Background: an optimization exercise with open tools, aiming at small area. Do not read the settings as production practice.
At most, simulation tests tie the RTL to the original design; equivalence was not proved.
For runs 2 and 3, only the layout was checked, not whether the RTL still works.
The flow treats the clock pin as an ideal source, which a real chip does not have.
Power figures rest on the tool's default switching activity, not on a simulated workload.

`flow/config.mk`:
```
export PLATFORM = sky130hd
export DESIGN_NAME = lath_rx
export DESIGN_NICKNAME = lath_rx
export VERILOG_FILES = /design/flow/design.v
export SDC_FILE = /design/flow/constraint.sdc
export NUM_CORES = 4
export LEC_CHECK = 0
export CAP_MARGIN = 0
export CORE_MARGIN = 2
export CORE_UTILIZATION = 40
export CTS_BUF_LIST = sky130_fd_sc_hd__clkbuf_16
export SLEW_MARGIN = 0
```
`flow/constraint.sdc`:
```
create_clock -name core_clock -period 25.0 [get_ports {clk}]
set_input_delay 5.0000 -clock core_clock [delete_from_list [all_inputs] [get_ports {clk}]]
set_output_delay 5.0000 -clock core_clock [all_outputs]
set_load 0.01 [all_outputs]
```
`flow/design.v`:
```
module lath_8b10b (
    input  wire [9:0] sym,
    input  wire       rd,
    output wire [7:0] data,
    output wire       is_dat,
    output wire       is_k281,
    output wire       is_k285,
    output wire       is_k277,
    output wire       is_k297,
    output wire       err,
    output wire       rd_next
);
    function automatic [4:0] dec6(input [5:0] c);
        case (c)
            6'b100111, 6'b011000: dec6 = 5'd0;
            6'b011101, 6'b100010: dec6 = 5'd1;
            6'b101101, 6'b010010: dec6 = 5'd2;
            6'b110001:            dec6 = 5'd3;
            6'b110101, 6'b001010: dec6 = 5'd4;
            6'b101001:            dec6 = 5'd5;
            6'b011001:            dec6 = 5'd6;
            6'b111000, 6'b000111: dec6 = 5'd7;
            6'b111001, 6'b000110: dec6 = 5'd8;
            6'b100101:            dec6 = 5'd9;
            6'b010101:            dec6 = 5'd10;
            6'b110100:            dec6 = 5'd11;
            6'b001101:            dec6 = 5'd12;
            6'b101100:            dec6 = 5'd13;
            6'b011100:            dec6 = 5'd14;
            6'b010111, 6'b101000: dec6 = 5'd15;
            6'b011011, 6'b100100: dec6 = 5'd16;
            6'b100011:            dec6 = 5'd17;
            6'b010011:            dec6 = 5'd18;
            6'b110010:            dec6 = 5'd19;
            6'b001011:            dec6 = 5'd20;
            6'b101010:            dec6 = 5'd21;
            6'b011010:            dec6 = 5'd22;
            6'b111010, 6'b000101: dec6 = 5'd23;
            6'b110011, 6'b001100: dec6 = 5'd24;
            6'b100110:            dec6 = 5'd25;
            6'b010110:            dec6 = 5'd26;
            6'b110110, 6'b001001: dec6 = 5'd27;
            6'b001110:            dec6 = 5'd28;
            6'b101110, 6'b010001: dec6 = 5'd29;
            6'b011110, 6'b100001: dec6 = 5'd30;
            default:              dec6 = 5'd31;
        endcase
    endfunction
    function automatic [2:0] dec4(input [3:0] c);
        case (c)
            4'b1011, 4'b0100: dec4 = 3'd0;
            4'b1001:          dec4 = 3'd1;
            4'b0101:          dec4 = 3'd2;
            4'b1100, 4'b0011: dec4 = 3'd3;
            4'b1101, 4'b0010: dec4 = 3'd4;
            4'b1010:          dec4 = 3'd5;
            4'b0110:          dec4 = 3'd6;
            default:          dec4 = 3'd7;
        endcase
    endfunction
    wire [5:0] s = sym[9:4];
    wire [3:0] c = sym[3:0];
    wire [2:0] p = s[0] + s[1] + s[2] + s[3] + s[4] + s[5];
    wire [2:0] q = c[0] + c[1] + c[2] + c[3];
    wire p3 = (p == 3'd3);
    wire rd6 = rd ^ !p3;
    wire v6 = (p3 && (rd ? (s[2] | s[1] | s[0]) : (s[5] | s[4] | s[3]))) ||
              (rd ? (p == 3'd2 && !(s[5] && s[4]) && !(s[1] && s[0]))
                  : (p == 3'd4 && (s[5] || s[4]) && (s[1] || s[0])));
    wire a7 = (s[1] == s[0]) && (s[1] != rd6);
    wire v4 = (q == 3'd2 && (rd6 ? (c[1] | c[0]) : (c[3] | c[2]))) ||
              (rd6 ? (q == 3'd1 && (a7 ? !c[0] : !c[3]))
                   : (q == 3'd3 && (a7 ? c[0] : c[3])));
    assign is_dat  = v6 && v4;
    assign is_k281 = rd ? (sym == 10'b1100000110) : (sym == 10'b0011111001);
    assign is_k285 = rd ? (sym == 10'b1100000101) : (sym == 10'b0011111010);
    assign is_k277 = rd ? (sym == 10'b0010010111) : (sym == 10'b1101101000);
    assign is_k297 = rd ? (sym == 10'b0100010111) : (sym == 10'b1011101000);
    assign err     = !(is_dat || is_k281 || is_k285 || is_k277 || is_k297);
    wire [3:0] tot = p + q + rd;
    assign rd_next = tot >= 4'd6;
    wire a = s[5], b = s[4], cc = s[3], d = s[2], e = s[1], i = s[0];
    wire aeqb = ~(a ^ b), ceqd = ~(cc ^ d), eeqi = ~(e ^ i);
    wire p22 = (a & b & ~cc & ~d) | (cc & d & ~a & ~b) | (~aeqb & ~ceqd);
    wire p13 = (~aeqb & ~cc & ~d) | (~ceqd & ~a & ~b);
    wire p31 = (~aeqb & cc & d) | (~ceqd & a & b);
    wire p22bceeqi   = p22 & b & cc & eeqi;
    wire p22bncneeqi = p22 & ~b & ~cc & eeqi;
    wire p22aceeqi   = p22 & a & cc & eeqi;
    wire p22ancneeqi = p22 & ~a & ~cc & eeqi;
    wire p13in  = p13 & ~i;
    wire p31i   = p31 & i;
    wire p13dei = p13 & d & e & i;
    wire p13en  = p13 & ~e;
    wire anbnenin = ~a & ~b & ~e & ~i;
    wire abei     = a & b & e & i;
    wire cndnenin = ~cc & ~d & ~e & ~i;
    wire compa = p22bncneeqi | p31i | p13dei | p22ancneeqi | p13en | abei | cndnenin;
    wire compb = p22bceeqi | p31i | p13dei | p22aceeqi | p13en | abei | cndnenin;
    wire compc = p22bceeqi | p31i | p13dei | p22ancneeqi | p13en | anbnenin | cndnenin;
    wire compd = p22bncneeqi | p31i | p13dei | p22aceeqi | p13en | abei | cndnenin;
    wire compe = p22bncneeqi | p13in | p13dei | p22ancneeqi | p13en | anbnenin | cndnenin;
    wire f = c[3], g = c[2], h = c[1], j = c[0];
    wire y0 = (~g & ~h) | (f & ~j) | (~f & h & j);
    wire y1 = (~f & j) | (g & h) | (f & ~h & ~j);
    wire y2 = (~f & ~g & ~h) | (g & h) | (~g & ~j) | (f & g & j);
    assign data = {y2, y1, y0, e ^ compe, d ^ compd, cc ^ compc, b ^ compb, a ^ compa};
endmodule
module lath_rx (
    input  wire        clk,
    input  wire        rst,           
    input  wire        in_valid,
    input  wire [9:0]  in_sym,        
    output reg         locked,
    output reg         code_err,      
    output reg         fold,          
    output reg         fold_det,      
    output reg         fr_sof,        
    output reg         fr_valid,      
    output wire [7:0]  fr_data,
    output reg         fr_end,        
    output reg  [1:0]  fr_status,     
    output reg         mk_valid,      
    output reg         mk_err,        
    output reg  [7:0]  mk_id,
    output reg  [23:0] mk_lead,
    output reg         mk_origin
);
    localparam [31:0] CRC_RESIDUE = 32'hB798B438;
    localparam [7:0]  C8_RESIDUE  = 8'hAF;
    function automatic [31:0] crc32c_byte(input [31:0] crc, input [7:0] d);
        reg [31:0] c;
        integer i;
        begin
            c = crc ^ {24'd0, d};
            for (i = 0; i < 8; i = i + 1)
                c = c[0] ? ((c >> 1) ^ 32'h82F63B78) : (c >> 1);
            crc32c_byte = c;
        end
    endfunction
    function automatic [7:0] crc8_byte(input [7:0] crc, input [7:0] d);
        reg [7:0] c;
        integer i;
        begin
            c = crc ^ d;
            for (i = 0; i < 8; i = i + 1)
                c = c[7] ? ((c << 1) ^ 8'h07) : (c << 1);
            crc8_byte = c;
        end
    endfunction
    function automatic [5:0] age_inc(input [5:0] a);    
        age_inc = (a == 6'd63) ? a : a + 6'd1;
    endfunction
    reg         rd;             
    reg  [5:0]  age1, age2, age3;   
    reg  [8:0]  nocomma;        
    reg         prev_k285;      
    reg  [2:0]  fold_run;       
    reg         in_frame, in_mark;
    reg  [8:0]  cnt;            
    reg  [31:0] crc;            
    assign fr_data = mk_lead[23:16];
    wire [7:0] d;
    wire       is_dat, is_k281, is_k285, is_sof, is_eof, d_err, d_rd;
    lath_8b10b u_dec (
        .sym     (in_sym),
        .rd      (rd),
        .data    (d),
        .is_dat  (is_dat),
        .is_k281 (is_k281),
        .is_k285 (is_k285),
        .is_k277 (is_sof),
        .is_k297 (is_eof),
        .err     (d_err),
        .rd_next (d_rd)
    );
    wire is_comma = is_k281 || is_k285;
    wire lose     = locked && ((d_err && age3 != 6'd63) || (!is_comma && nocomma == 9'd511));
    wire gain     = !locked && is_comma && nocomma[1:0] == 2'd3;
    wire parse    = locked && !lose;
    wire idle     = !in_frame && !in_mark;
    wire full     = (cnt == 9'd266);
    wire [31:0] crc_n  = crc32c_byte(crc, d);
    wire [7:0]  crc8_n = crc8_byte(crc[7:0], d);
    wire [8:0]  len9    = {mk_lead[8], mk_lead[7:0]};
    wire        len_hi  = |mk_lead[15:9];
    wire        bad_len = len_hi || ({1'b0, cnt} != {1'b0, len9} + 10'd10);
    wire        bad_crc = (crc != CRC_RESIDUE);
    wire load_top = in_valid && !(in_mark && cnt[2]);
    wire shift_lo = in_valid && is_dat &&
                    ((in_mark && cnt < 9'd4) || (in_frame && (cnt == 9'd5 || cnt == 9'd6)));
    wire nc_clr = locked ? (is_comma || lose) : (d_err || gain);
    wire nc_inc = locked || is_comma;
    always @(posedge clk) begin
        fr_status <= (is_eof && !lose) ? (bad_len ? 2'd2 : bad_crc ? 2'd1 : 2'd0) : 2'd3;
        if (in_valid) begin
            prev_k285 <= is_k285;
            cnt       <= (idle || !is_dat) ? 9'd0 : cnt + 9'd1;
            if (in_frame && is_dat)
                crc <= crc_n;
            else if (in_mark && is_dat)
                crc <= {24'hFFFFFF, crc8_n};
            else
                crc <= 32'hFFFFFFFF;
        end
        if (load_top)
            mk_lead[23:16] <= d;
        if (shift_lo) begin
            mk_id         <= mk_lead[7:0];
            mk_lead[15:0] <= mk_lead[23:8];
        end
        if (in_valid && in_mark && is_dat && cnt == 9'd4)
            mk_origin <= d[0];
        if (!locked) begin
            age1 <= 6'd63; age2 <= 6'd63; age3 <= 6'd63;
            fold_run <= 3'd0;
            in_frame <= 1'b0;
            in_mark  <= 1'b0;
        end else if (in_valid) begin
            if (d_err) begin
                age1 <= 6'd0;
                age2 <= age_inc(age1);
                age3 <= age_inc(age2);
            end else begin
                age1 <= age_inc(age1);
                age2 <= age_inc(age2);
                age3 <= age_inc(age3);
            end
            in_frame <= parse && ((in_frame && is_dat && !full) || is_sof);
            in_mark  <= parse && ((in_mark && is_dat && cnt != 9'd5) || is_k281);
            if (!parse)
                fold_run <= 3'd0;
            else if (idle && is_dat && d == 8'h4A && prev_k285)
                fold_run <= (fold_run == 3'd7) ? 3'd7 : fold_run + 3'd1;
            else if (!is_k285)
                fold_run <= 3'd0;
        end
        if (rst) begin
            rd        <= 1'b0;
            locked    <= 1'b0;
            nocomma   <= 9'd0;
            code_err  <= 1'b0;
            fold      <= 1'b0;
            fold_det  <= 1'b0;
            fr_sof    <= 1'b0;
            fr_valid  <= 1'b0;
            fr_end    <= 1'b0;
            mk_valid  <= 1'b0;
            mk_err    <= 1'b0;
        end else begin
            code_err <= in_valid && d_err;
            fold     <= in_valid && parse && idle && is_dat && d == 8'h4A && prev_k285;
            fold_det <= in_valid && parse && idle && is_dat && d == 8'h4A && prev_k285 && fold_run == 3'd7;
            fr_sof   <= in_valid && parse && is_sof;
            fr_valid <= in_valid && parse && in_frame && is_dat && !full;
            fr_end   <= in_valid && locked && in_frame && (lose || !is_dat || full);
            mk_valid <= in_valid && parse && in_mark && is_dat && cnt == 9'd5 && crc8_n == C8_RESIDUE;
            mk_err   <= in_valid && parse && in_mark && is_dat && cnt == 9'd5 && crc8_n != C8_RESIDUE;
            if (in_valid) begin
                rd <= d_rd;
                if (lose)
                    locked <= 1'b0;
                else if (gain)
                    locked <= 1'b1;
                if (nc_clr)
                    nocomma <= 9'd0;
                else if (nc_inc)
                    nocomma <= nocomma + 9'd1;
            end
        end
    end
endmodule
```
`flow/flow/run.sh`:
```
#!/bin/bash
# Own layout flow: the standard synthesis, then an area-oriented re-mapping of
# the combinational logic only (registers, their names and cell types are kept
# exactly as the standard synthesis made them), then the standard layout steps
# with smaller port buffers.
set -euo pipefail
W=$PWD
R=$W/orfs/results/$FLOW_PLATFORM/lath_rx/base
LIB=$FLOW_HOME/platforms/$FLOW_PLATFORM/lib/sky130_fd_sc_hd__tt_025C_1v80.lib
YOSYS=${YOSYS_EXE:-$FLOW_HOME/../tools/install/yosys/bin/yosys}

# 1. standard synthesis, unchanged
bash standard.sh synth > $W/flow_synth_std.log 2>&1
cp $R/1_2_yosys.v $W/std_1_2_yosys.v

# 2. re-map the combinational cells for area
DU=""
for c in $(sed -n '/^export DONT_USE_CELLS/,/^#/p' $FLOW_HOME/platforms/$FLOW_PLATFORM/config.mk | tr -d '\\' | grep -o 'sky130_fd_sc_hd__[a-z0-9_]*'); do
  DU="$DU -dont_use $c"
done
cat > $W/resyn.ys <<EOF
read_liberty -ignore_miss_func $LIB
read_verilog $W/std_1_2_yosys.v
hierarchy -top $FLOW_TOP
blackbox sky130_fd_sc_hd__*df* sky130_fd_sc_hd__*dl* sky130_fd_sc_hd__conb_1
flatten
rename -hide w:*.*
opt_clean -purge
abc -liberty $LIB $DU -script $W/flow/area.abc
opt_clean -purge
hilomap -singleton -hicell sky130_fd_sc_hd__conb_1 HI -locell sky130_fd_sc_hd__conb_1 LO
insbuf -buf sky130_fd_sc_hd__buf_1 A X
opt_clean -purge
tee -o $W/resyn_stat.txt stat -liberty $LIB
write_verilog -noattr -noexpr -nohex -nodec $R/1_2_yosys.v
EOF
$YOSYS -s $W/resyn.ys > $W/flow_resyn.log 2>&1
rm -f $R/1_synth.odb $R/1_synth.sdc

# 3. the standard layout steps on the re-mapped netlist
bash standard.sh "BUFFER_PORTS_ARGS=-buffer_cell sky130_fd_sc_hd__buf_1" "CTS_ARGS=-sink_clustering_enable -repair_clock_nets -sink_clustering_size 40 -sink_clustering_max_diameter 300 -sink_clustering_levels 1 -buf_list sky130_fd_sc_hd__clkbuf_16 -root_buf sky130_fd_sc_hd__clkbuf_16" finish > $W/flow_finish.log 2>&1
```
`flow/flow/area.abc`:
```
strash
dch
amap
```
`flow/standard.sh`:
```
#!/bin/bash
# synth_recipe.tcl (not shown) runs the flow's synth.tcl, then flattens the netlist and writes it again
# the make line also repeats each setting of config.mk as NAME=value (left out here)
make -C /OpenROAD-flow-scripts/flow DESIGN_CONFIG=/design/flow/config.mk WORK_HOME=/design/flow/orfs CLKGATE_MAP_FILE= SYNTH_SCRIPT=/design/flow/synth_recipe.tcl "${@:-finish}"
```
==> results of run 1 <==
[through the flow]
step,instances,utilization [%],power (uW)
finish,1098,47.9,552
global placement,1066,44.2,310
floorplan,789,-,283
detailed placement,1066,44.2,309
CTS,1098,47.9,554
global route,1098,47.9,574
[sequential cells by signal, indices dropped and copies added, names as in the netlist, 2 cells and up]
register   count
crc           32
cnt            9
mk_lead       24
fold_run       3
mk_id          8
age3           6
nocomma        9
age1           6
age2           6
fr_status      2
[final timing paths]
path | start | to | slack, ps | depth (start not counted)
min reg2reg | fold_run[2] | fold_run[2] | 460 | 2
max | in_sym[9] | crc[6] | 14830 | 23
min | fold_run[2] | fold_run[2] | 460 | 2
max reg2reg | crc[3] | crc[6] | 20770 | 13
[routing by layer]
metal | GRT usage (%) | share of wire (%) | wire [microns]
met1 | 26.6 | 45 | 7980
met4 | 9.42 | 3.7 | 663
met5 | 0 | 0 | 0
met3 | 4.55 | 5.6 | 993
met2 | 33.3 | 46 | 8090
[power groups by stage]
| stage | sequential, uW | clock, uW | combinational (uW) |
|---|---|---|---|
| finish | 215 | 245 | 92.8 |
| global route | 215 | 256 | 103 |
| CTS | 215 | 248 | 91.2 |
| detailed placement | 219 | 0 | 90.8 |
| global placement | 219 | 0 | 91.5 |
| floorplan | 219 | 0 | 64.3 |
[layout make-up]
| cell class | instances | area, sq um | area share [%] |
|---|---|---|---|
| sequential | 119 | 3130 | 41.3 |
| multi-input combinational | 548 | 2880 | 38.0 |
| inverter | 114 | 428 | 5.64 |
| clock buffer | 17 | 425 | 5.61 |
| timing repair buffer | 69 | 279 | 3.68 |
| tap | 216 | 270 | 3.56 |
| clock inverter | 15 | 170 | 2.24 |
[critical path, cell delays in order]
cell and delay [ps]:
buf_1 240, clkinv_1 220, nor2_1 340, nor2_1 140, clkinv_1 90, nor3_1 60
a211oi_1 240, nand2_1 140, clkinv_1 80, o21ai_0 100, nor2_1 170, clkinv_1 120
o21ai_0 530, clkinv_1 340, o22ai_1 670, clkinv_1 400, o22ai_1 360, nand2_1 80
o21ai_0 320, clkinv_1 210, nand2_1 150, nor2_1 50, a311oi_1 320
==> flow_summary_export.csv, run 1 <==
group,metric,value,unit
drt,drtIter0Drc,478,
grt,overflow,0,
power,combPwrFrac,16.8,%
power,switchingPower,166,uW
layout,syn2layout_area_growth,17.2,%
hold_path,min_path_type,"register to register",
run_status,status,"complete, no violations",
place,placed_area,6990,sq um
run,cap_violations,0,
logic_synthesis,syn_nets,802,
floorplan,core,15800,sq um
drt,num_vias,6154,
cts,cts_resized,0,
cts,cts_setup_buffers,0,
sta,finalSetupViolCount,0,
grt,grt_max_degree,58,
cts,cts_root_buf,"clkbuf_16",
layout,num_antenna_cells,0,
place,place_congestion,0.940,
floorplan,die_y,131,microns
drt,drc,0,
critical_path,startpoint_type,"primary input",
sta,hold_violations,0,
logic_synthesis,yosys_warnings,1,
critical_path,critPathKind,"primary input to register",
drt,routed_wl,17700,microns
layout,drive_above_1_share,4.31,%
grt,grtUsageTotal,20.7,%
logic_synthesis,netlist_area,6470,sq um
layout,nNetsFinal,882,
power,swShare,30.1,%
floorplan,dieArea,17200,sq um
cts,worst_skew_pair.late_latency,420,ps
place,io_buffers,64,
drt,routed_via_density,5.60,
grt,antenna_found_initial,0,
sta,rsz0062_at_grt,"no",
grt,grt_pass1_vias,5598,
sta,worst_hold_slack,455,ps
logic_synthesis,avgSynthCellArea,8.20,sq um
sta,worst_slew_pin_slew,1030,ps
sta,fin_setup_tns,0,ps
layout,n_fill_cell,1551,
drt,wl_per_cell,16.1,microns
logic_synthesis,synthCells,789,
layout,mostFrequentLayoutCell,"nor2_1",
power,p_per_area,72.8,nW/um^2
power,p_int,386,uW
power,ir_drop,52.8,uV
layout,final_cell_mix,"nor2_1 (144), clkinv_1 (114), edfxtp_1 (75)",
critical_path,cp_max_fo,8,
cts,clockBufferDepth,2,
drt,dr.pass1.iters,5,
cts,h-tree-depth,4,
critical_path,endpoint_kind,"register",
floorplan,num_io_pins,65,
sta,slew_headroom,31.6,%
critical_path,worstPathRequired,25200,ps
place,dp_hpwl,13200,microns
floorplan,initial_core_util,40.9,%
critical_path,cp.arrival,10370,ps
sta,post-route-period-util,40.7,%
cts,numCtsBuffers,17,
power,p_clk_share,44.3,%
drt,drtAntennaViolNets,0,
grt,grt_pass1_wl,28400,microns
cts,clkTransAtPathRegs,60,ps
sta,period_minus_slack,10170,ps
cts,postCtsHoldBufs,0,
floorplan,row_count,46,
layout,final_area,7580,sq um
floorplan,dieWidth,131,microns
cts,cts.sink_count,119,
power,leakage,0.00234,uW
sta,maxClockFrequency,0.0984,GHz
power,sequentialPowerShare,38.9,%
cts,cts_tree,"done",
place,dpl_worst_slack,14610,ps
sta,finalClockSkew,8.84,ps
sta,fin_ws,14830,ps
sta,slew_violations,0,
==> inputs of run 2 (changes only) <==
--- a/flow/design.v
+++ b/flow/design.v
@@ -150,5 +150,13 @@
     endfunction
-    function automatic [5:0] age_inc(input [5:0] a);    
-        age_inc = (a == 6'd63) ? a : a + 6'd1;
-    endfunction
+    localparam [5:0] AGE0   = 6'b111110;
+    localparam [5:0] AGEOUT = 6'b111111;
+    function automatic [5:0] age_inc(input [5:0] a);
+        age_inc = {a[4:0], ~(a[5] ^ a[4]) | (&a[4:0])};
+    endfunction
+    localparam [8:0] NC0   = 9'b111111110;
+    localparam [8:0] NC511 = 9'b111111111;
+    function automatic [8:0] nc_inc(input [8:0] a);
+        nc_inc = {a[7:0], ~(a[8] ^ a[4]) | (&a[7:0])};
+    endfunction
+    localparam [8:0] CNT0 = 9'd502;
     reg         rd;             
@@ -177,7 +185,8 @@
     wire is_comma = is_k281 || is_k285;
-    wire lose     = locked && ((d_err && age3 != 6'd63) || (!is_comma && nocomma == 9'd511));
-    wire gain     = !locked && is_comma && nocomma[1:0] == 2'd3;
+    wire lose     = locked && ((d_err && age3 != AGEOUT) || (!is_comma && nocomma == NC511));
+    wire gain     = !locked && is_comma && !nocomma[3];
     wire parse    = locked && !lose;
     wire idle     = !in_frame && !in_mark;
-    wire full     = (cnt == 9'd266);
+    wire full     = cnt[8] && !cnt[7];
+    wire mk_tail  = cnt[3] && cnt[1];
     wire [31:0] crc_n  = crc32c_byte(crc, d);
@@ -185,10 +194,10 @@
     wire [8:0]  len9    = {mk_lead[8], mk_lead[7:0]};
-    wire        len_hi  = |mk_lead[15:9];
-    wire        bad_len = len_hi || ({1'b0, cnt} != {1'b0, len9} + 10'd10);
+    wire        len_hi  = (|mk_lead[15:9]) || (mk_lead[8] && (|mk_lead[7:0]));
+    wire        bad_len = len_hi || (cnt != len9);
     wire        bad_crc = (crc != CRC_RESIDUE);
-    wire load_top = in_valid && !(in_mark && cnt[2]);
+    wire load_top = in_valid && !(in_mark && mk_tail);
     wire shift_lo = in_valid && is_dat &&
-                    ((in_mark && cnt < 9'd4) || (in_frame && (cnt == 9'd5 || cnt == 9'd6)));
+                    ((in_mark && !mk_tail) || (in_frame && (cnt == CNT0 + 9'd5 || cnt == CNT0 + 9'd6)));
     wire nc_clr = locked ? (is_comma || lose) : (d_err || gain);
-    wire nc_inc = locked || is_comma;
+    wire nc_step = locked || is_comma;
     always @(posedge clk) begin
@@ -197,3 +206,3 @@
             prev_k285 <= is_k285;
-            cnt       <= (idle || !is_dat) ? 9'd0 : cnt + 9'd1;
+            cnt       <= (idle || !is_dat) ? CNT0 : cnt + 9'd1;
             if (in_frame && is_dat)
@@ -211,6 +220,6 @@
         end
-        if (in_valid && in_mark && is_dat && cnt == 9'd4)
+        if (in_valid && in_mark && is_dat && mk_tail && !cnt[0])
             mk_origin <= d[0];
         if (!locked) begin
-            age1 <= 6'd63; age2 <= 6'd63; age3 <= 6'd63;
+            age1 <= AGEOUT; age2 <= AGEOUT; age3 <= AGEOUT;
             fold_run <= 3'd0;
@@ -220,3 +229,3 @@
             if (d_err) begin
-                age1 <= 6'd0;
+                age1 <= AGE0;
                 age2 <= age_inc(age1);
@@ -229,3 +238,3 @@
             in_frame <= parse && ((in_frame && is_dat && !full) || is_sof);
-            in_mark  <= parse && ((in_mark && is_dat && cnt != 9'd5) || is_k281);
+            in_mark  <= parse && ((in_mark && is_dat && !(mk_tail && cnt[0])) || is_k281);
             if (!parse)
@@ -240,3 +249,3 @@
             locked    <= 1'b0;
-            nocomma   <= 9'd0;
+            nocomma   <= NC0;
             code_err  <= 1'b0;
@@ -256,4 +265,4 @@
             fr_end   <= in_valid && locked && in_frame && (lose || !is_dat || full);
-            mk_valid <= in_valid && parse && in_mark && is_dat && cnt == 9'd5 && crc8_n == C8_RESIDUE;
-            mk_err   <= in_valid && parse && in_mark && is_dat && cnt == 9'd5 && crc8_n != C8_RESIDUE;
+            mk_valid <= in_valid && parse && in_mark && is_dat && mk_tail && cnt[0] && crc8_n == C8_RESIDUE;
+            mk_err   <= in_valid && parse && in_mark && is_dat && mk_tail && cnt[0] && crc8_n != C8_RESIDUE;
             if (in_valid) begin
@@ -265,5 +274,5 @@
                 if (nc_clr)
-                    nocomma <= 9'd0;
-                else if (nc_inc)
-                    nocomma <= nocomma + 9'd1;
+                    nocomma <= NC0;
+                else if (nc_step)
+                    nocomma <= nc_inc(nocomma);
             end
--- a/flow/flow/run.sh
+++ b/flow/flow/run.sh
@@ -40,2 +40,2 @@
 # 3. the standard layout steps on the re-mapped netlist
-bash standard.sh "BUFFER_PORTS_ARGS=-buffer_cell sky130_fd_sc_hd__buf_1" "CTS_ARGS=-sink_clustering_enable -repair_clock_nets -sink_clustering_size 40 -sink_clustering_max_diameter 300 -sink_clustering_levels 1 -buf_list sky130_fd_sc_hd__clkbuf_16 -root_buf sky130_fd_sc_hd__clkbuf_16" finish > $W/flow_finish.log 2>&1
+bash standard.sh "BUFFER_PORTS_ARGS=-buffer_cell sky130_fd_sc_hd__buf_1" "CTS_ARGS=-sink_clustering_enable -repair_clock_nets -dont_use_dummy_load -buf_list sky130_fd_sc_hd__clkbuf_8" finish > $W/flow_finish.log 2>&1
--- a/flow/config.mk
+++ b/flow/config.mk
@@ -7,6 +7,5 @@
 export LEC_CHECK = 0
-export CAP_MARGIN = 0
+export CAP_MARGIN = 20
 export CORE_MARGIN = 2
 export CORE_UTILIZATION = 40
-export CTS_BUF_LIST = sky130_fd_sc_hd__clkbuf_16
-export SLEW_MARGIN = 0
+export SLEW_MARGIN = 20
==> run 2 against run 1 <==
Compared with the run above: clock skew is 14 ps higher; via count is 5.4% lower; non-clock buffer count is 4 higher; register-to-register slack worse by 100 ps; sequential share of layout area is 4.3 points higher; global-route usage is 1.2 points higher; clock power is 49% lower; count of clock-buffer cells in the layout stayed put; critical path type unchanged.
==> flow_summary_export.csv, run 2 <==
group,metric,value,unit
place,place_congestion,0.987,
layout,mostFrequentLayoutCell,"nor2_1",
cts,cts_setup_buffers,0,
critical_path,critPathKind,"primary input to register",
layout,final_cell_mix,"nor2_1 (125), clkinv_1 (87), edfxtp_1 (75)",
floorplan,row_count,45,
layout,largest_register_ffs,32,
grt,grtUsageTotal,21.9,%
layout,n_fill_cell,1474,
sta,rsz0062_at_grt,"no",
drt,routed_via_density,5.92,
sta,finalClockSkew,22.9,ps
layout,final_area,6870,sq um
grt,overflow,0,
logic_synthesis,netlist_area,6120,sq um
grt,grt_pass1_vias,5363,
place,io_buffers,64,
logic_synthesis,yosys_warnings,1,
critical_path,cp.arrival,10630,ps
sta,slew_violations,0,
sta,maxClockFrequency,0.0957,GHz
sta,fin_setup_tns,0,ps
drt,dr.pass1.iters,5,
power,leakage,0.00207,uW
floorplan,die_y,128,microns
place,dp_hpwl,13100,microns
layout,fin_cells,983,
cts,numCtsBuffers,17,
layout,regMostFlops,"crc",
cts,clkTransAtPathRegs,70,ps
drt,drtAntennaViolNets,0,
hold_path,min_path_type,"register to register",
drt,drtIter0Drc,441,
logic_synthesis,avgSynthCellArea,8.58,sq um
cts,clockBufferDepth,2,
floorplan,dieArea,16300,sq um
cts,h-tree-depth,4,
power,ir_drop,27.2,uV
layout,num_antenna_cells,0,
place,placed_cells,966,
critical_path,worstPathRequired,25180,ps
sta,worst_hold_slack,464,ps
run_status,status,"complete, no violations",
drt,drc,0,
cts,cts_root_buf,"clkbuf_8",
critical_path,max_stage_delay,510,ps
grt,grt_pass1_wl,27900,microns
logic_synthesis,syn_nets,726,
sta,finalSetupViolCount,0,
cts,worst_skew_pair.late_latency,440,ps
layout,nNetsFinal,810,
cts,cts_resized,0,
critical_path,startpoint_type,"primary input",
sta,slew_headroom,35.6,%
floorplan,dieWidth,128,microns
critical_path,cp_common_cell,"nor2_1",
sta,hold_violations,0,
layout,biggestRegsByFlops,"crc x32, mk_lead x24",
floorplan,core,15100,sq um
cts,cts_tree,"done",
critical_path,endpoint_kind,"register",
layout,syn2layout_area_growth,12.3,%
drt,num_vias,5820,
place,placed_area,6640,sq um
layout,multiInputGateArea,2640,sq um
logic_synthesis,synthCells,713,
floorplan,num_io_pins,65,
run,cap_violations,0,
grt,grt_max_degree,57,
grt,antenna_found_initial,0,
drt,wl_per_cell,17.8,microns
critical_path,cp_max_fo,9,
cts,postCtsHoldBufs,0,
critical_path,crit_path_top_delay_cell,"o22ai_1",
layout,ff_latch_area,3130,sq um
floorplan,initial_core_util,40.6,%
layout,drive_above_1_share,3.52,%
sta,worst_slew_pin_slew,942,ps
sta,post-route-period-util,41.8,%
power,p_per_area,61.5,nW/um^2
drt,routed_wl,17500,microns
sta,period_minus_slack,10440,ps
cts,cts.sink_count,119,
-- run 2: changes by cell type in the layout (fill, tap and decap cells not counted), moves of 10 or more --
cell       before  now
clkinv_1      114   87
clkbuf_8        0   17
nor2_1        144  125
a211oi_1       15    5
clkbuf_16      17    0
nand2_1        71   57
-- run 2: final cells by class --
cell class                      instances  share of cell area (%)
Sequential cell                       119                    45.6
Multi-Input combinational cell        499                    38.3
Inverter                               87                    4.75
Timing Repair Buffer                   73                    4.50
Tap cell                              188                    3.42
Clock buffer                           17                    3.40
-- run 2: per-stage QoR --
stage / setup WS [ps] / total power [uW] / utilization [%]
detailed placement: 14320 / 300 / 44.0
CTS: 14800 / 424 / 45.5
floorplan: 15750 / 275 / -
finish: 14560 / 423 / 45.5
global placement: 14570 / 299 / 44.0
global route: 13760 / 442 / 45.5
-- run 2: power breakdown --
group | switching (uW) | internal (uW)
clock | 65.0 | 59.6
combinational | 62.0 | 23.4
sequential | 1.85 | 211
-- run 2: worst max-delay path: cells and delay by family --
kind	cells	cell delay (ps)
AOI/OAI and AO/OA	12	2920
buffers and inverters	6	1480
and+or+nand+nor	9	1230
-- run 2: final timing paths --
check | from | to | slack, ps | cells after the start
min | locked | age1[1] | 460 | 1
max | in_sym[8] | crc[2] | 14560 | 27
max reg2reg | crc[5] | crc[3] | 20670 | 12
min reg2reg | locked | age1[1] | 460 | 1
-- run 2: routing by layer --
layer	routed length (microns)	global-route usage, %	up-vias
li1	-	-	2820
met5	0	0	-
met4	581	10.9	0
met1	7620	27.9	2657
met2	8100	35.3	304
met3	1230	4.80	39
==> inputs of run 3 (changes only) <==
--- a/flow/flow/run.sh
+++ b/flow/flow/run.sh
@@ -40,2 +40,2 @@
 # 3. the standard layout steps on the re-mapped netlist
-bash standard.sh "BUFFER_PORTS_ARGS=-buffer_cell sky130_fd_sc_hd__buf_1" "CTS_ARGS=-sink_clustering_enable -repair_clock_nets -dont_use_dummy_load -buf_list sky130_fd_sc_hd__clkbuf_8" finish > $W/flow_finish.log 2>&1
+bash standard.sh "BUFFER_PORTS_ARGS=-buffer_cell sky130_fd_sc_hd__buf_1" "CTS_ARGS=-sink_clustering_enable -repair_clock_nets -dont_use_dummy_load -sink_clustering_size 30 -sink_clustering_max_diameter 100 -sink_clustering_levels 1 -buf_list sky130_fd_sc_hd__clkbuf_4 sky130_fd_sc_hd__clkbuf_8 -root_buf sky130_fd_sc_hd__clkbuf_8 -tree_buf sky130_fd_sc_hd__clkbuf_8" finish > $W/flow_finish.log 2>&1
==> run 3 against run 2 <==
Compared with the run above: the run now fails in clock tree synthesis (4_1_cts); synthesized cell count is the same; area after synthesis unchanged.
==> flow_summary_export.csv, run 3 <==
group,metric,value,unit
logic_synthesis,netlist_area,6120,sq um
place,place_congestion,0.987,
floorplan,row_count,45,
place,dpl_worst_slack,14320,ps
floorplan,dieWidth,128,microns
run_status,status,"did not finish",
place,dp_hpwl,13100,microns
run_status,haltStage,"clock tree synthesis (4_1_cts)",
run_status,error_line,"[ERROR STA-0564] clock_tree_synthesis positional arguments not supported.",
floorplan,die_y,128,microns
floorplan,initial_core_util,40.6,%
floorplan,num_io_pins,65,
logic_synthesis,yosys_warnings,1,
logic_synthesis,avgSynthCellArea,8.58,sq um
logic_synthesis,syn_nets,726,
logic_synthesis,synthCells,713,
place,io_buffers,64,
[run 3: power by group through the flow]
stage	sequential, uW	combinational (uW)	clock, uW
after floorplan	217	57.7	0
after global placement	217	82.6	0
after detailed placement	217	82.8	0
[run 3: worst min path at each step]
stage                     endpoint  slack, ps  depth (start not counted)
after detailed placement   age1[1]        420                          1
after floorplan           fold_det        440                          2
after global placement     age1[1]        420                          1
[run 3: stage by stage]
step / cells / hold WS, ps / area [sq um]
2_1_floorplan: 713 / 439 / 6120
3_3_place_gp: 966 / 422 / 6640
3_5_place_dp: 966 / 422 / 6640
==> inputs of run 4 (changes only) <==
--- a/flow/design.v
+++ b/flow/design.v
@@ -119,3 +119,3 @@
     output reg         fr_valid,      
-    output wire [7:0]  fr_data,
+    output reg  [7:0]  fr_data,
     output reg         fr_end,        
@@ -124,8 +124,8 @@
     output reg         mk_err,        
-    output reg  [7:0]  mk_id,
-    output reg  [23:0] mk_lead,
-    output reg         mk_origin
+    output wire [7:0]  mk_id,
+    output wire [23:0] mk_lead,
+    output wire        mk_origin
 );
     localparam [31:0] CRC_RESIDUE = 32'hB798B438;
-    localparam [7:0]  C8_RESIDUE  = 8'hAF;
+    localparam [7:0]  C8_RESIDUE  = 8'h00;
     function automatic [31:0] crc32c_byte(input [31:0] crc, input [7:0] d);
@@ -169,3 +169,6 @@
     reg  [31:0] crc;            
-    assign fr_data = mk_lead[23:16];
+    reg  [9:0]  aux;            
+    assign mk_id     = crc[7:0];
+    assign mk_lead   = crc[31:8];
+    assign mk_origin = aux[8];
     wire [7:0] d;
@@ -191,11 +194,10 @@
     wire mk_tail  = cnt[3] && cnt[1];
-    wire [31:0] crc_n  = crc32c_byte(crc, d);
-    wire [7:0]  crc8_n = crc8_byte(crc[7:0], d);
-    wire [8:0]  len9    = {mk_lead[8], mk_lead[7:0]};
-    wire        len_hi  = (|mk_lead[15:9]) || (mk_lead[8] && (|mk_lead[7:0]));
+    wire [7:0]  crc_x  = {8{in_frame}} & (crc[7:0] ^ d);
+    wire [31:0] crc_n  = {8'd0, crc[31:8]} ^ crc32c_byte(32'd0, crc_x) ^ {{8{in_mark}} & d, 24'd0};
+    wire [7:0]  crc8_n = crc8_byte(aux[7:0], d);
+    wire [8:0]  len9    = aux[8:0];
+    wire        len_hi  = aux[9] || (aux[8] && (|aux[7:0]));
     wire        bad_len = len_hi || (cnt != len9);
     wire        bad_crc = (crc != CRC_RESIDUE);
-    wire load_top = in_valid && !(in_mark && mk_tail);
-    wire shift_lo = in_valid && is_dat &&
-                    ((in_mark && !mk_tail) || (in_frame && (cnt == CNT0 + 9'd5 || cnt == CNT0 + 9'd6)));
+    wire fr_len   = cnt[8] && cnt[7] && cnt[3] && !cnt[2] && cnt[1];
     wire nc_clr = locked ? (is_comma || lose) : (d_err || gain);
@@ -204,2 +206,3 @@
         fr_status <= (is_eof && !lose) ? (bad_len ? 2'd2 : bad_crc ? 2'd1 : 2'd0) : 2'd3;
+        fr_data   <= d;
         if (in_valid) begin
@@ -207,17 +210,18 @@
             cnt       <= (idle || !is_dat) ? CNT0 : cnt + 9'd1;
-            if (in_frame && is_dat)
+            if (is_dat && (in_frame || (in_mark && !mk_tail)))
                 crc <= crc_n;
-            else if (in_mark && is_dat)
-                crc <= {24'hFFFFFF, crc8_n};
-            else
+            else if (!(is_dat && in_mark))
                 crc <= 32'hFFFFFFFF;
-        end
-        if (load_top)
-            mk_lead[23:16] <= d;
-        if (shift_lo) begin
-            mk_id         <= mk_lead[7:0];
-            mk_lead[15:0] <= mk_lead[23:8];
-        end
-        if (in_valid && in_mark && is_dat && mk_tail && !cnt[0])
-            mk_origin <= d[0];
+            if (is_dat && in_frame && fr_len) begin
+                if (!cnt[0])
+                    aux[7:0] <= d;
+                else
+                    aux[9:8] <= {|d[7:1], d[0]};
+            end else if (is_dat && in_mark) begin
+                aux[7:0] <= crc8_n;
+                if (mk_tail && !cnt[0])
+                    aux[8] <= d[0];
+            end else if (!is_dat || idle)
+                aux[7:0] <= 8'd0;
+        end
         if (!locked) begin
--- a/flow/flow/run.sh
+++ b/flow/flow/run.sh
@@ -40,2 +40,2 @@
 # 3. the standard layout steps on the re-mapped netlist
-bash standard.sh "BUFFER_PORTS_ARGS=-buffer_cell sky130_fd_sc_hd__buf_1" "CTS_ARGS=-sink_clustering_enable -repair_clock_nets -dont_use_dummy_load -sink_clustering_size 30 -sink_clustering_max_diameter 100 -sink_clustering_levels 1 -buf_list sky130_fd_sc_hd__clkbuf_4 sky130_fd_sc_hd__clkbuf_8 -root_buf sky130_fd_sc_hd__clkbuf_8 -tree_buf sky130_fd_sc_hd__clkbuf_8" finish > $W/flow_finish.log 2>&1
+bash standard.sh "BUFFER_PORTS_ARGS=-buffer_cell sky130_fd_sc_hd__buf_1" "CTS_ARGS=-sink_clustering_enable -repair_clock_nets -dont_use_dummy_load -buf_list sky130_fd_sc_hd__clkbuf_8" finish > $W/flow_finish.log 2>&1
==> flow/flow/area.abc (replaced) <==
strash
&get -n
&deepsyn -T 120
&put
dch -f
amap
strash
dch -f
amap
==> run 4 against run 3 <==
Compared with the run above: the run now finishes clean; area after synthesis fell by 5.8%; synthesized cell count rose by 2.8%.
==> flow_summary_export.csv, run 4 <==
group,metric,value,unit
critical_path,cp_common_cell,"clkinv_1",
floorplan,die_y,124,microns
grt,busiest_layer,"met2",
cts,cts_setup_buffers,0,
grt,grt_use_met2,38.8,%
sta,maxClockFrequency,0.0914,GHz
critical_path,cp.arrival,11080,ps
layout,syn2layout_area_growth,12.0,%
run_status,status,"complete, no violations",
power,p_total,325,uW
power,swShare,29.2,%
cts,clockBufferDepth,2,
place,io_buffers,64,
grt,antenna_found_initial,0,
cts,h-tree-depth,3,
floorplan,core,14000,sq um
power,combPwrFrac,17.6,%
sta,slew_headroom,31.5,%
layout,largest_register_ffs,32,
layout,biggestRegsByFlops,"crc x32, aux x10",
drt,num_vias,5831,
critical_path,max_stage_delay,510,ps
cts,cts_tree,"done",
critical_path,cp_max_fo,8,
layout,mostFrequentLayoutCell,"nor2_1",
floorplan,row_count,43,
power,leakage,0.00186,uW
sta,post-route-period-util,43.8,%
power,p_clk_share,26.1,%
cts,postCtsHoldBufs,0,
sta,period_minus_slack,10940,ps
layout,regMostFlops,"crc",
grt,grtUsageTotal,24.1,%
power,p_per_area,50.3,nW/um^2
cts,worst_skew_pair.late_latency,390,ps
layout,nNetsFinal,830,
floorplan,dieWidth,124,microns
sta,worst_slew_pin_slew,1030,ps
grt,grt_pass1_vias,5211,
critical_path,endpoint_kind,"register",
power,p_int,230,uW
power,sequentialPowerShare,56.2,%
sta,hold_violations,0,
sta,slew_violations,0,
drt,routed_wl,18000,microns
layout,final_cell_mix,"nor2_1 (153), clkinv_1 (107), buf_1 (64)",
grt,met3_usage,3.57,%
place,place_congestion,0.950,
logic_synthesis,netlist_area,5760,sq um
grt,grt_max_degree,20,
layout,num_antenna_cells,0,
cts,cts_resized,0,
run,cap_violations,0,
floorplan,initial_core_util,41.2,%
cts,clkTransAtPathRegs,110,ps
logic_synthesis,synthCells,733,
sta,fin_setup_tns,0,ps
cts,cts_root_buf,"clkbuf_8",
logic_synthesis,yosys_warnings,1,
logic_synthesis,syn_nets,746,
grt,overflow,0,
floorplan,dieArea,15400,sq um
drt,drtIter0Drc,547,
critical_path,crit_buf_inv,7,
sta,finalSetupViolCount,0,
critical_path,worstPathRequired,25140,ps
critical_path,crit_chain,"buf_1 -> clkinv_1 -> nor2_1 -> o22ai_1 -> a21o_1 -> a21oi_1 -> a221oi_1 -> o21ai_0 -> clkinv_1 -> o22ai_1 -> nand2_1 -> o21ai_0 -> clkinv_1 -> o22ai_1 -> clkinv_1 -> o22ai_1 -> clkinv_1 -> o221ai_1 -> clkinv_1 -> nor2_1 -> a21oi_1 -> nor3_1 -> a21oi_1",
grt,use_met1,33.8,%
place,dp_hpwl,13900,microns
layout,drive_above_1_share,2.33,%
hold_path,min_path_type,"register to register",
power,ir_drop,21.9,uV
drt,routed_via_density,5.86,
drt,wl_per_cell,18.1,microns
drt,drc,0,
cts,cts.sink_count,104,
grt,grt_pass1_wl,28200,microns
critical_path,startpoint_type,"primary input",
critical_path,critical_path.top_delay_family,"compound AO/OA/AOI/OAI gates",
logic_synthesis,avgSynthCellArea,7.86,sq um
sta,finalClockSkew,35.6,ps
critical_path,critPathKind,"primary input to register",
sta,rsz0062_at_grt,"no",
cts,numCtsBuffers,9,
power,switchingPower,94.9,uW
drt,drtAntennaViolNets,0,
floorplan,num_io_pins,65,
layout,final_util,46.2,%
drt,dr.pass1.iters,5,
critical_path,crit_path_top_delay_cell,"o22ai_1",
==> run 4: worst reg2reg max path: stages (launching register included) <==
cell and delay (ps):
edfxtp_1 430, clkinv_1 120, o22ai_1 440, nand2_1 90
o21ai_0 260, clkinv_1 330, o22ai_1 310, clkinv_1 140
o22ai_1 440, clkinv_1 270, o221ai_1 500, clkinv_1 380
nor2_1 170, a21oi_1 70, nor3_1 140, a21oi_1 80
==> run 4: power by group through the flow <==
stage | clock (uW) | combinational [uW] | sequential, uW
finish | 84.9 | 57.3 | 183
global route | 93.4 | 63.1 | 183
CTS | 87.4 | 55.9 | 183
detailed placement | 0 | 55.6 | 187
global placement | 0 | 55.6 | 187
floorplan | 0 | 36.4 | 187
==> run 4: path summary, 6_finish.rpt <==
check               from        to  slack (ps)  cells after the start
max            in_sym[4]   crc[19]       14060                     23
min          fold_run[0]  fold_det         460                      2
max reg2reg       crc[0]   crc[19]       20620                     15
min reg2reg  fold_run[0]  fold_det         460                      2
==> run 4: final cells by class <==
class,count,area (sq um)
clock buffer,9,124
fill,1460,7530
inverter,107,402
multi-input combinational,522,2780
sequential,104,2600
tap,180,225
timing repair buffer,73,328
==> run 4: through the flow <==
step	instances	instance area (sq um)	hold WS, ps	setup WS [ps]
global route	995	6460	478	13450
CTS	995	6460	462	14360
floorplan	733	5760	419	15730
detailed placement	986	6330	448	13960
finish	995	6460	455	14060
global placement	984	6300	439	13800
==> run 4: layer usage <==
layer,up-vias,part of all wire (%)
met2,246,46
met3,24,6.3
met4,0,1.6
met1,2711,46
met5,-,0
li1,2850,-
==> inputs of run 5 (changes only) <==
--- a/flow/flow/run.sh
+++ b/flow/flow/run.sh
@@ -39,3 +39,11 @@
 
-# 3. the standard layout steps on the re-mapped netlist
-bash standard.sh "BUFFER_PORTS_ARGS=-buffer_cell sky130_fd_sc_hd__buf_1" "CTS_ARGS=-sink_clustering_enable -repair_clock_nets -dont_use_dummy_load -buf_list sky130_fd_sc_hd__clkbuf_8" finish > $W/flow_finish.log 2>&1
+# 3. the standard layout steps on the re-mapped netlist, with buf_1 port
+#    buffers and, before CTS, the flip-flops split by placement into groups of
+#    about 16, each clocked by its own clkbuf_8 (flow/prects.tcl); CTS then
+#    only buffers the clock net from the port to those group buffers
+export PRE_CTS_TCL=$W/flow/prects.tcl
+export CLK_GROUP=16
+export CLK_GROUP_BUF=sky130_fd_sc_hd__clkbuf_8
+bash standard.sh "BUFFER_PORTS_ARGS=-buffer_cell sky130_fd_sc_hd__buf_1" \
+  "CTS_ARGS=-clk_nets clk -repair_clock_nets -dont_use_dummy_load -buf_list sky130_fd_sc_hd__clkbuf_4" \
+  finish > $W/flow_finish.log 2>&1
==> flow/flow/area.abc (replaced) <==
strash
dch
amap
==> flow/flow/prects.tcl (new file) <==
# Manual clock clustering before CTS: the flip-flops are split by placement
# into groups of about CLK_GROUP (k-means on their locations), and each group
# gets one clock buffer at its centroid, fed from the clock net. CTS then only
# has the group buffers as sinks of the clock net.
set group_size [expr {[info exists ::env(CLK_GROUP)] ? $::env(CLK_GROUP) : 30}]
set clk_buf [expr {[info exists ::env(CLK_GROUP_BUF)] ? $::env(CLK_GROUP_BUF) : "sky130_fd_sc_hd__clkbuf_8"}]
set block [ord::get_db_block]
set db [ord::get_db]
set cnet [$block findNet clk]
set master [$db findMaster $clk_buf]
set sinks {}
foreach it [$cnet getITerms] {
  set inst [$it getInst]
  set bb [$inst getBBox]
  lappend sinks [list $it [expr {([$bb xMin] + [$bb xMax]) / 2.0}] [expr {([$bb yMin] + [$bb yMax]) / 2.0}]]
}
set n [llength $sinks]
set k [expr {int(ceil(double($n) / $group_size))}]
set cap [expr {int(ceil(double($n) / $k))}]
puts "manual clock groups: $n sinks in $k groups"
# k-means, seeded by sorting on x+y
set sorted [lsort -real -index 1 $sinks]
set cx {}; set cy {}
for {set c 0} {$c < $k} {incr c} {
  set s [lindex $sorted [expr {int(($c + 0.5) * $n / $k)}]]
  lappend cx [lindex $s 1]; lappend cy [lindex $s 2]
}
for {set iter 0} {$iter < 50} {incr iter} {
  # assign nearest-first, at most cap sinks per group
  set pairs {}
  for {set i 0} {$i < $n} {incr i} {
    set s [lindex $sinks $i]
    for {set c 0} {$c < $k} {incr c} {
      lappend pairs [list [expr {abs([lindex $s 1] - [lindex $cx $c]) + abs([lindex $s 2] - [lindex $cy $c])}] $i $c]
    }
  }
  set assign [lrepeat $n -1]
  set fill [lrepeat $k 0]
  foreach p [lsort -real -index 0 $pairs] {
    lassign $p d i c
    if {[lindex $assign $i] < 0 && [lindex $fill $c] < $cap} {
      lset assign $i $c
      lset fill $c [expr {[lindex $fill $c] + 1}]
    }
  }
  set sx [lrepeat $k 0.0]; set sy [lrepeat $k 0.0]; set sn [lrepeat $k 0]
  foreach s $sinks a $assign {
    lset sx $a [expr {[lindex $sx $a] + [lindex $s 1]}]
    lset sy $a [expr {[lindex $sy $a] + [lindex $s 2]}]
    lset sn $a [expr {[lindex $sn $a] + 1}]
  }
  for {set c 0} {$c < $k} {incr c} {
    if {[lindex $sn $c] > 0} {
      lset cx $c [expr {[lindex $sx $c] / [lindex $sn $c]}]
      lset cy $c [expr {[lindex $sy $c] / [lindex $sn $c]}]
    }
  }
}
for {set c 0} {$c < $k} {incr c} {
  set gnet [odb::dbNet_create $block "clknet_grp_$c"]
  $gnet setSigType CLOCK
  set inst [odb::dbInst_create $block $master "clkbuf_grp_$c"]
  $inst setLocation [expr {int([lindex $cx $c])}] [expr {int([lindex $cy $c])}]
  $inst setPlacementStatus PLACED
  [$inst findITerm A] connect $cnet
  [$inst findITerm X] connect $gnet
}
foreach s $sinks a $assign {
  set it [lindex $s 0]
  $it disconnect
  $it connect [$block findNet "clknet_grp_$a"]
}
puts "group sizes: [lsort -integer $sn]"
--- a/flow/config.mk
+++ b/flow/config.mk
@@ -10,2 +10,3 @@
 export CORE_UTILIZATION = 40
+export GPL_TIMING_DRIVEN = 0
 export SLEW_MARGIN = 20
==> run 5 against run 4 <==
Compared with the run above: cell count grew 6.5%; still clean; clock power is 3.5% higher; critical path depth unchanged; area after synthesis rose by 4.5%; sequential share of layout area down 1.5 points; global-route usage down 3.0 points; register-to-register slack got worse by 280 ps; first-iteration DRC count grew 7.9%; synthesized cell count increased by 8.9%; clock skew grew 14 ps; final area up 3.8%; critical endpoint is now mk_valid.
==> flow_summary_export.csv, run 5 <==
group,metric,value,unit
drt,wl_per_cell,16.4,microns
sta,slew_violations,0,
run_status,status,"complete, no violations",
grt,antenna_found_initial,0,
logic_synthesis,netlist_area,6020,sq um
critical_path,endpoint_kind,"register",
layout,ff_latch_area,2600,sq um
grt,overflow,0,
floorplan,num_io_pins,65,
layout,n_fill_cell,1504,
logic_synthesis,yosys_warnings,1,
sta,maxClockFrequency,0.0903,GHz
layout,mostFrequentLayoutCell,"nor2_1",
sta,slew_headroom,18.1,%
hold_path,min_path_type,"register to register",
run,cap_violations,0,
critical_path,crit_path_top_delay_cell,"clkinv_1",
floorplan,die_y,127,microns
layout,regMostFlops,"crc",
drt,num_vias,6026,
sta,worst_slew_pin_slew,1220,ps
critical_path,crit_chain,"buf_1 -> nor2_1 -> nor2_1 -> clkinv_1 -> nand2_1 -> o21ai_0 -> a21o_1 -> o21ai_0 -> o21ai_0 -> nand2_1 -> nand3_1 -> a21oi_1 -> clkinv_1 -> nor3_1 -> o21ai_0 -> o21ai_0 -> o2111ai_1 -> nand2_1 -> clkinv_1 -> a21oi_1 -> nand4_1 -> or4_1 -> nor2b_1",
layout,syn2layout_area_growth,11.3,%
drt,drtAntennaViolNets,0,
layout,num_antenna_cells,0,
place,dp_hpwl,12800,microns
drt,dr.pass1.iters,7,
floorplan,row_count,44,
cts,numCtsBuffers,3,
sta,finalSetupViolCount,0,
logic_synthesis,avgSynthCellArea,7.55,sq um
layout,nNetsFinal,891,
cts,cts_resized,0,
layout,biggestRegsByFlops,"crc x32, aux x10",
logic_synthesis,synthCells,798,
sta,fin_setup_tns,0,ps
floorplan,initial_core_util,41.1,%
cts,cts_setup_buffers,0,
sta,finalClockSkew,50.0,ps
sta,post-route-period-util,44.3,%
cts,clkTransAtPathRegs,90,ps
critical_path,cp_common_cell,"o21ai_0",
sta,rsz0062_at_grt,"no",
layout,final_cell_mix,"nor2_1 (158), clkinv_1 (117), o21ai_0 (75)",
layout,largest_register_ffs,32,
logic_synthesis,syn_nets,811,
drt,routed_wl,17400,microns
cts,cts_tree,"done",
critical_path,cp.arrival,11530,ps
sta,hold_violations,0,
place,io_buffers,64,
critical_path,max_stage_delay,610,ps
grt,grt_pass1_vias,5290,
power,p_per_area,50.0,nW/um^2
floorplan,core,14600,sq um
grt,grtUsageTotal,21.1,%
grt,grt_pass1_wl,27500,microns
critical_path,worstPathRequired,25460,ps
power,leakage,0.00201,uW
place,place_congestion,0.901,
floorplan,dieArea,16100,sq um
critical_path,critPathKind,"primary input to register",
floorplan,dieWidth,127,microns
power,p_total,335,uW
grt,grt_max_degree,25,
cts,worst_skew_pair.late_latency,540,ps
drt,routed_via_density,5.68,
critical_path,startpoint_type,"primary input",
layout,drive_above_1_share,1.94,%
drt,drc,0,
sta,period_minus_slack,11070,ps
drt,drtIter0Drc,590,
power,ir_drop,33.5,uV
critical_path,cp_max_fo,18,
layout,multiInputGateArea,3000,sq um
cts,postCtsHoldBufs,0,
## run 5: worst paths after layout
path	slack [ps]	start	depth (start not counted)	endpoint
max	13930	in_sym[5]	23	mk_valid
min	500	age2[0]	2	age2[0]
max reg2reg	20340	rd	11	mk_valid
min reg2reg	500	age2[0]	2	age2[0]
## run 5: worst max-delay path: cells and delay by family
kind            cells  cell delay, ps
simple gates       10            2630
compound gates      9            2500
buf+inv             4            1370
## run 5: power by group
| part | internal, uW | leakage [uW] | switching [uW] |
|---|---|---|---|
| clock network | 30.9 | 0.0000641 | 56.9 |
| registers | 181 | 0.000821 | 1.78 |
| logic | 17.3 | 0.00113 | 47.1 |
## run 5: metal layers
| layer | up-vias | global-route usage, % | share of wire (%) |
|---|---|---|---|
| li1 | 3069 | - | - |
| met1 | 2751 | 30.2 | 47 |
| met2 | 183 | 34.3 | 46 |
| met3 | 23 | 2.83 | 5.6 |
| met4 | 0 | 4.72 | 1.8 |
| met5 | - | 0 | 0 |
## run 5: final cells by class, without the clock buffers
cell class              instances  share of cell area [%]
multi-input cells             577                    44.7
repair buffers                 68                    4.72
plain buffers                   7                    1.44
well taps                     184                    3.43
flip-flops and latches        104                    38.8
inverters                     117                    6.55
## run 5: through the flow
| stage | hold slack [ps] | std cells | setup WS [ps] | instance area, sq um | util, % |
|---|---|---|---|---|---|
| final | 499 | 1060 | 13930 | 6700 | 45.8 |
| after global placement | 485 | 1046 | 13050 | 6490 | 44.4 |
| after CTS | 504 | 1059 | 14070 | 6700 | 45.7 |
| after detailed placement | 489 | 1049 | 13520 | 6580 | 44.9 |
| after floorplan | 438 | 798 | 15120 | 6020 | - |
| after global routing | 519 | 1060 | 13210 | 6700 | 45.8 |
==> inputs of run 6 (changes only) <==
--- a/flow/config.mk
+++ b/flow/config.mk
@@ -9,3 +9,3 @@
 export CORE_MARGIN = 2
-export CORE_UTILIZATION = 40
+export CORE_UTILIZATION = 65
 export GPL_TIMING_DRIVEN = 0
==> run 6 against run 5 <==
Compared with the run above: via count rose by 4.1%; sequential share of layout area grew 0.76 points; wire length is 5.5% lower; largest power group unchanged; final area down 1.9%; area after synthesis unchanged; utilization is 26 points higher; setup slack improved by 23 ps; clock power decreased by 3.6%; highest routed layer unchanged; synthesized cell count stayed put; hold slack better by 3.4 ps; total power is 1.0% lower.
==> flow_summary_export.csv, run 6 <==
group,metric,value,unit
run_status,status,"complete, no violations",
grt,overflow,0,
grt,grt_pass1_vias,5646,
layout,n_fill_cell,746,
floorplan,num_io_pins,65,
critical_path,endpoint_kind,"register",
drt,drtIter0Drc,594,
layout,syn2layout_area_growth,9.14,%
power,leakage,0.00200,uW
logic_synthesis,synthCells,798,
drt,drtAntennaViolNets,0,
cts,cts_resized,0,
hold_path,min_from,"age2[0]",
run,cap_violations,0,
place,io_buffers,64,
cts,clkTransAtPathRegs,100,ps
power,p_per_area,50.4,nW/um^2
critical_path,cp.arrival,11500,ps
logic_synthesis,syn_nets,811,
layout,drive_above_1_share,1.83,%
drt,num_vias,6271,
grt,grt_pass1_wl,26900,microns
layout,ff_latch_area,2600,sq um
critical_path,worst_r2r_path_depth,11,
cts,worst_skew_pair.late_latency,520,ps
hold_path,min_path_cells,2,
sta,maxClockFrequency,0.0905,GHz
layout,biggestRegsByFlops,"crc x32, aux x10",
sta,fin_setup_tns,0,ps
critical_path,reg2reg_to,"mk_err",
floorplan,dieWidth,100,microns
grt,antenna_found_initial,0,
hold_path,min_path_type,"register to register",
floorplan,die_y,100,microns
cts,postCtsHoldBufs,0,
cts,numCtsBuffers,3,
logic_synthesis,yosys_warnings,1,
critical_path,worstPathRequired,25450,ps
floorplan,row_count,35,
place,place_congestion,0.945,
grt,grtUsageTotal,32.9,%
place,placed_area,6450,sq um
power,p_clk_share,25.6,%
sta,worst_slew_pin_slew,1110,ps
floorplan,initial_core_util,66.1,%
place,placed_cells,975,
layout,mostFrequentLayoutCell,"nor2_1",
drt,routed_via_density,6.36,
power,combPwrFrac,19.3,%
layout,nNetsFinal,890,
layout,regMostFlops,"crc",
sta,rsz0062_at_grt,"no",
critical_path,r2r-start,"rd",
cts,cts_tree,"done",
critical_path,critPathKind,"primary input to register",
sta,finalSetupViolCount,0,
drt,dr.pass1.iters,6,
sta,finalClockSkew,46.0,ps
layout,final_area,6580,sq um
sta,slew_violations,0,
power,sequentialPowerShare,55.1,%
drt,drc,0,
critical_path,cp_max_fo,18,
power,p_int,229,uW
power,switchingPower,103,uW
logic_synthesis,netlist_area,6020,sq um
sta,period_minus_slack,11050,ps
sta,hold_violations,0,
logic_synthesis,avgSynthCellArea,7.55,sq um
sta,worst_hold_slack,503,ps
hold_path,min_to,"age2[0]",
layout,final_cell_mix,"nor2_1 (158), clkinv_1 (117), o21ai_0 (75)",
power,swShare,31.0,%
grt,grt_max_degree,39,
sta,post-route-period-util,44.2,%
cts,cts_setup_buffers,0,
layout,largest_register_ffs,32,
sta,slew_headroom,25.9,%
critical_path,startpoint_type,"primary input",
layout,fin_cells,986,
floorplan,core,9110,sq um
place,dp_hpwl,12200,microns
critical_path,r2r_slack,20290,ps
floorplan,dieArea,10100,sq um
drt,wl_per_cell,16.7,microns
power,ir_drop,44.8,uV
drt,routed_wl,16400,microns
layout,num_antenna_cells,0,
layout,multiInputGateArea,3000,sq um
[run 6: cell type report, without the clock buffers]
class                           count  share of cell area (%)
Buffer                              7                    1.47
Inverter                          117                    6.68
Multi-Input combinational cell    577                    45.6
Sequential cell                   104                    39.6
Tap cell                          111                    2.11
Timing Repair Buffer               67                    4.24
[run 6: worst max-delay path, stage by stage]
cell and delay (ps):
buf_1 290, nor2_1 120, nor2_1 300, clkinv_1 300, nand2_1 110, o21ai_0 140
a21o_1 230, o21ai_0 450, o21ai_0 270, nand2_1 160, nand3_1 130, a21oi_1 410
clkinv_1 170, nor3_1 200, nor2_1 80, o21ai_0 160, o2111ai_1 280, nand2_1 560
clkinv_1 590, a21oi_1 490, nand4_1 290, or4_1 600, nor2_1 140
[run 6: how the worst max path moves through the flow]
stage               from       to  slack [ps]  cells after the start
2_1_floorplan  in_sym[4]   crc[0]       15120                     18
3_3_place_gp   in_sym[5]  crc[11]       13500                     23
3_5_place_dp   in_sym[5]   mk_err       13640                     23
4_1_cts        in_sym[5]   mk_err       14160                     23
5_1_grt        in_sym[5]   mk_err       13270                     23
6_report       in_sym[5]   mk_err       13950                     23
[run 6: power groups by stage]
stage	combinational [uW]	sequential [uW]	clock, uW
after CTS	62.0	183	85.2
after global routing	71.3	183	91.1
after global placement	59.1	187	0
after floorplan	43.0	187	0
after detailed placement	61.6	187	0
final	64.1	183	84.7
[run 6: per-layer routing]
layer	vias to the layer above	track usage, %	routed length (microns)
met5	-	0	0
met4	0	11.3	461
met3	50	5.08	1570
met2	345	52.8	7460
met1	2809	45.7	6930
li1	3067	-	-
[run 6: through the flow]
step	util, %	power (uW)	setup WS, ps
global placement	70.3	246	13500
global route	72.2	346	13270
CTS	72.1	330	14160
floorplan	-	230	15120
finish	72.2	332	13950
detailed placement	70.8	248	13640
==> inputs of run 7 (changes only) <==
--- a/flow/config.mk
+++ b/flow/config.mk
@@ -7,6 +7,6 @@
 export LEC_CHECK = 0
-export CAP_MARGIN = 20
+export CAP_MARGIN = 0
 export CORE_MARGIN = 2
-export CORE_UTILIZATION = 65
+export CORE_UTILIZATION = 75
 export GPL_TIMING_DRIVEN = 0
-export SLEW_MARGIN = 20
+export SLEW_MARGIN = 0
==> run 7 against run 6 <==
Compared with the run above: still clean; die area down 13%; global-route usage rose by 6.0 points; synthesized cell count unchanged; critical path depth is the same; critical endpoint is now crc[9].
==> flow_summary_export.csv, run 7 <==
group,metric,value,unit
critical_path,cp.arrival,11220,ps
hold_path,min_path_cells,2,
cts,postCtsHoldBufs,0,
layout,biggestRegsByFlops,"crc x32, aux x10",
critical_path,critPathKind,"primary input to register",
critical_path,worstPathRequired,25220,ps
place,place_congestion,1.05,
drt,wl_per_cell,17.7,microns
power,p_per_area,50.5,nW/um^2
floorplan,initial_core_util,77.6,%
sta,finalClockSkew,19.2,ps
drt,dr.pass1.iters,6,
critical_path,crit_buf_inv,4,
grt,antenna_found_initial,0,
cts,numCtsBuffers,3,
power,leakage,0.00199,uW
critical_path,r2r_slack,20330,ps
drt,drc,0,
sta,fin_ws,14000,ps
critical_path,max_stage_delay,730,ps
drt,drtIter0Drc,884,
cts,cts_tree,"done",
logic_synthesis,yosys_warnings,1,
layout,syn2layout_area_growth,8.66,%
sta,slew_violations,0,
cts,clkTransAtPathRegs,90,ps
critical_path,startpoint_type,"primary input",
critical_path,worst_r2r_path_depth,11,
run,cap_violations,0,
critical_path,endpoint_kind,"register",
floorplan,dieArea,8770,sq um
sta,period_minus_slack,11000,ps
layout,regMostFlops,"crc",
layout,num_antenna_cells,0,
grt,grtUsageTotal,38.9,%
sta,slew_headroom,14.8,%
floorplan,num_io_pins,65,
sta,maxClockFrequency,0.0909,GHz
drt,routed_wl,17200,microns
logic_synthesis,synthCells,798,
cts,worst_skew_pair.late_latency,500,ps
drt,wl_met1,6360,microns
drt,route.met2.wl,8150,microns
place,io_buffers,64,
drt,route.met3.wl,2160,microns
grt,grt_pass1_wl,27500,microns
run_status,status,"complete, no violations",
place,dpl_worst_slack,13200,ps
sta,fin_setup_tns,0,ps
power,ir_drop,43.6,uV
sta,worst_slew_pin_slew,1270,ps
sta,hold_violations,0,
layout,largest_register_ffs,32,
sta,rsz0062_at_grt,"no",
critical_path,endpoint,"crc[9]",
floorplan,dieWidth,93.6,microns
drt,routed.top_layer,"met4",
floorplan,core,7770,sq um
logic_synthesis,netlist_area,6020,sq um
cts,cts_resized,0,
place,dp_hpwl,12500,microns
critical_path,crit_cells,23,
drt,drtAntennaViolNets,0,
critical_path,reg2reg_to,"mk_err",
critical_path,crit_chain,"buf_1 -> nor2_1 -> nor2_1 -> clkinv_1 -> nand2_1 -> o21ai_0 -> a21o_1 -> o21ai_0 -> o21ai_0 -> nand2_1 -> nand3_1 -> a21oi_1 -> clkinv_1 -> nor3_1 -> nor2_1 -> o21ai_0 -> o2111ai_1 -> nor2_1 -> nor2_1 -> nor2_2 -> clkinv_1 -> a21oi_1 -> o21ai_0",
hold_path,min_path_type,"register to register",
floorplan,die_y,93.6,microns
critical_path,r2r-start,"rd",
critical_path,crit_path_top_delay_cell,"nor2_2",
grt,overflow,0,
critical_path,cp_max_fo,21,
grt,grt_pass1_vias,5893,
cts,cts_setup_buffers,0,
drt,routed_via_density,6.75,
logic_synthesis,avgSynthCellArea,7.55,sq um
layout,final_cell_mix,"nor2_1 (158), clkinv_1 (117), o21ai_0 (76)",
sta,finalSetupViolCount,0,
grt,grt_max_degree,39,
floorplan,row_count,32,
layout,drive_above_1_share,1.60,%
critical_path,critical_path.top_delay_family,"simple AND/OR/NAND/NOR gates",
drt,num_vias,6579,
layout,mostFrequentLayoutCell,"nor2_1",
place,placed_cells,965,
layout,fin_cells,975,
critical_path,startpoint,"in_sym[5]",
logic_synthesis,syn_nets,811,
layout,nNetsFinal,888,
sta,post-route-period-util,44.0,%
[run 7: power by group]
group	internal, uW	switching [uW]	leakage (uW)
Combinational	16.6	48.1	0.00110
Clock	30.9	52.5	0.0000641
Sequential	181	1.80	0.000821
[run 7: how the worst min path moves through the flow]
stage / slack [ps] / to / startpoint
finish: 500 / fold_det / fold_run[2]
global route: 540 / fold_det / fold_run[2]
CTS: 500 / fold_det / fold_run[2]
detailed placement: 480 / fold_det / fold_run[2]
global placement: 470 / age2[0] / age2[0]
floorplan: 440 / fold_det / fold_run[2]
[run 7: metrics by stage]
stage	util (%)	cell area, sq um	power [uW]	hold slack, ps
final	84.3	6550	331	496
after detailed placement	82.7	6420	248	483
after floorplan	-	6020	230	438
after global routing	84.3	6550	342	536
after global placement	82.3	6390	245	474
after CTS	84.2	6540	328	501
[run 7: layout make-up, without the clock buffers]
type / instances / area [sq um]
multi-input combinational: 577 / 3000
buffer: 7 / 96.3
fill: 508 / 1220
inverter: 117 / 439
timing repair buffer: 65 / 262
sequential: 104 / 2600
tap: 102 / 128
[run 7: worst min-delay path: stages, from the launching register on]
cell	delay, ps
dfxtp_1	330
clkinv_1	60
nor4_1	60
[run 7: layer usage]
layer | vias to the layer above | GRT usage [%]
met5 | - | 0
met4 | 0 | 14.5
met3 | 78 | 6.12
met2 | 481 | 64.9
met1 | 2967 | 51.4
li1 | 3053 | -

-- separate check: timing with driven ports --
No port has a modelled driver above. Below, the same layouts with a new extraction and two added sets of constraints.
Step 1, drivers: a clkbuf_16 drives clk and a buf_2 each remaining input, both assumed.
Step 2 adds t to the input delays and takes it off the output delays; t is the mean of the earliest and latest rising clock arrival at the registers after step 1. Input paths then give back, and output paths get back, about the clock's delay inside the block.
a / b / c = no drivers / after step 1 / after step 2; a / b = the first two.
run | shift t [ns] | slack for setup (ns) | hold WS [ns] | latest minus earliest clock arrival (ns) | pins driven straight from the clock port
run 1 | 0.456 | 14.834 / 14.853 / 14.397 | 0.455 / 0.455 / 0.455 | 0.009 / 0.009 | 1
run 2 | 0.467 | 14.555 / 14.570 / 14.103 | 0.464 / 0.464 / 0.464 | 0.024 / 0.024 | 1
run 4 | 0.408 | 14.056 / 14.064 / 13.656 | 0.455 / 0.455 / 0.455 | 0.037 / 0.037 | 1
run 5 | 0.551 | 13.927 / 13.941 / 13.389 | 0.499 / 0.499 / 0.499 | 0.051 / 0.051 | 1
run 6 | 0.534 | 13.950 / 13.961 / 13.427 | 0.503 / 0.503 / 0.503 | 0.046 / 0.046 | 1
run 7 | 0.518 | 13.997 / 14.007 / 13.489 | 0.496 / 0.496 / 0.496 | 0.020 / 0.020 | 1
After both steps setup and hold are still met in every run listed. For run 5, which loses most, drivers alone change the setup slack by +0.014 ns; drivers and shift together by -0.538 ns.
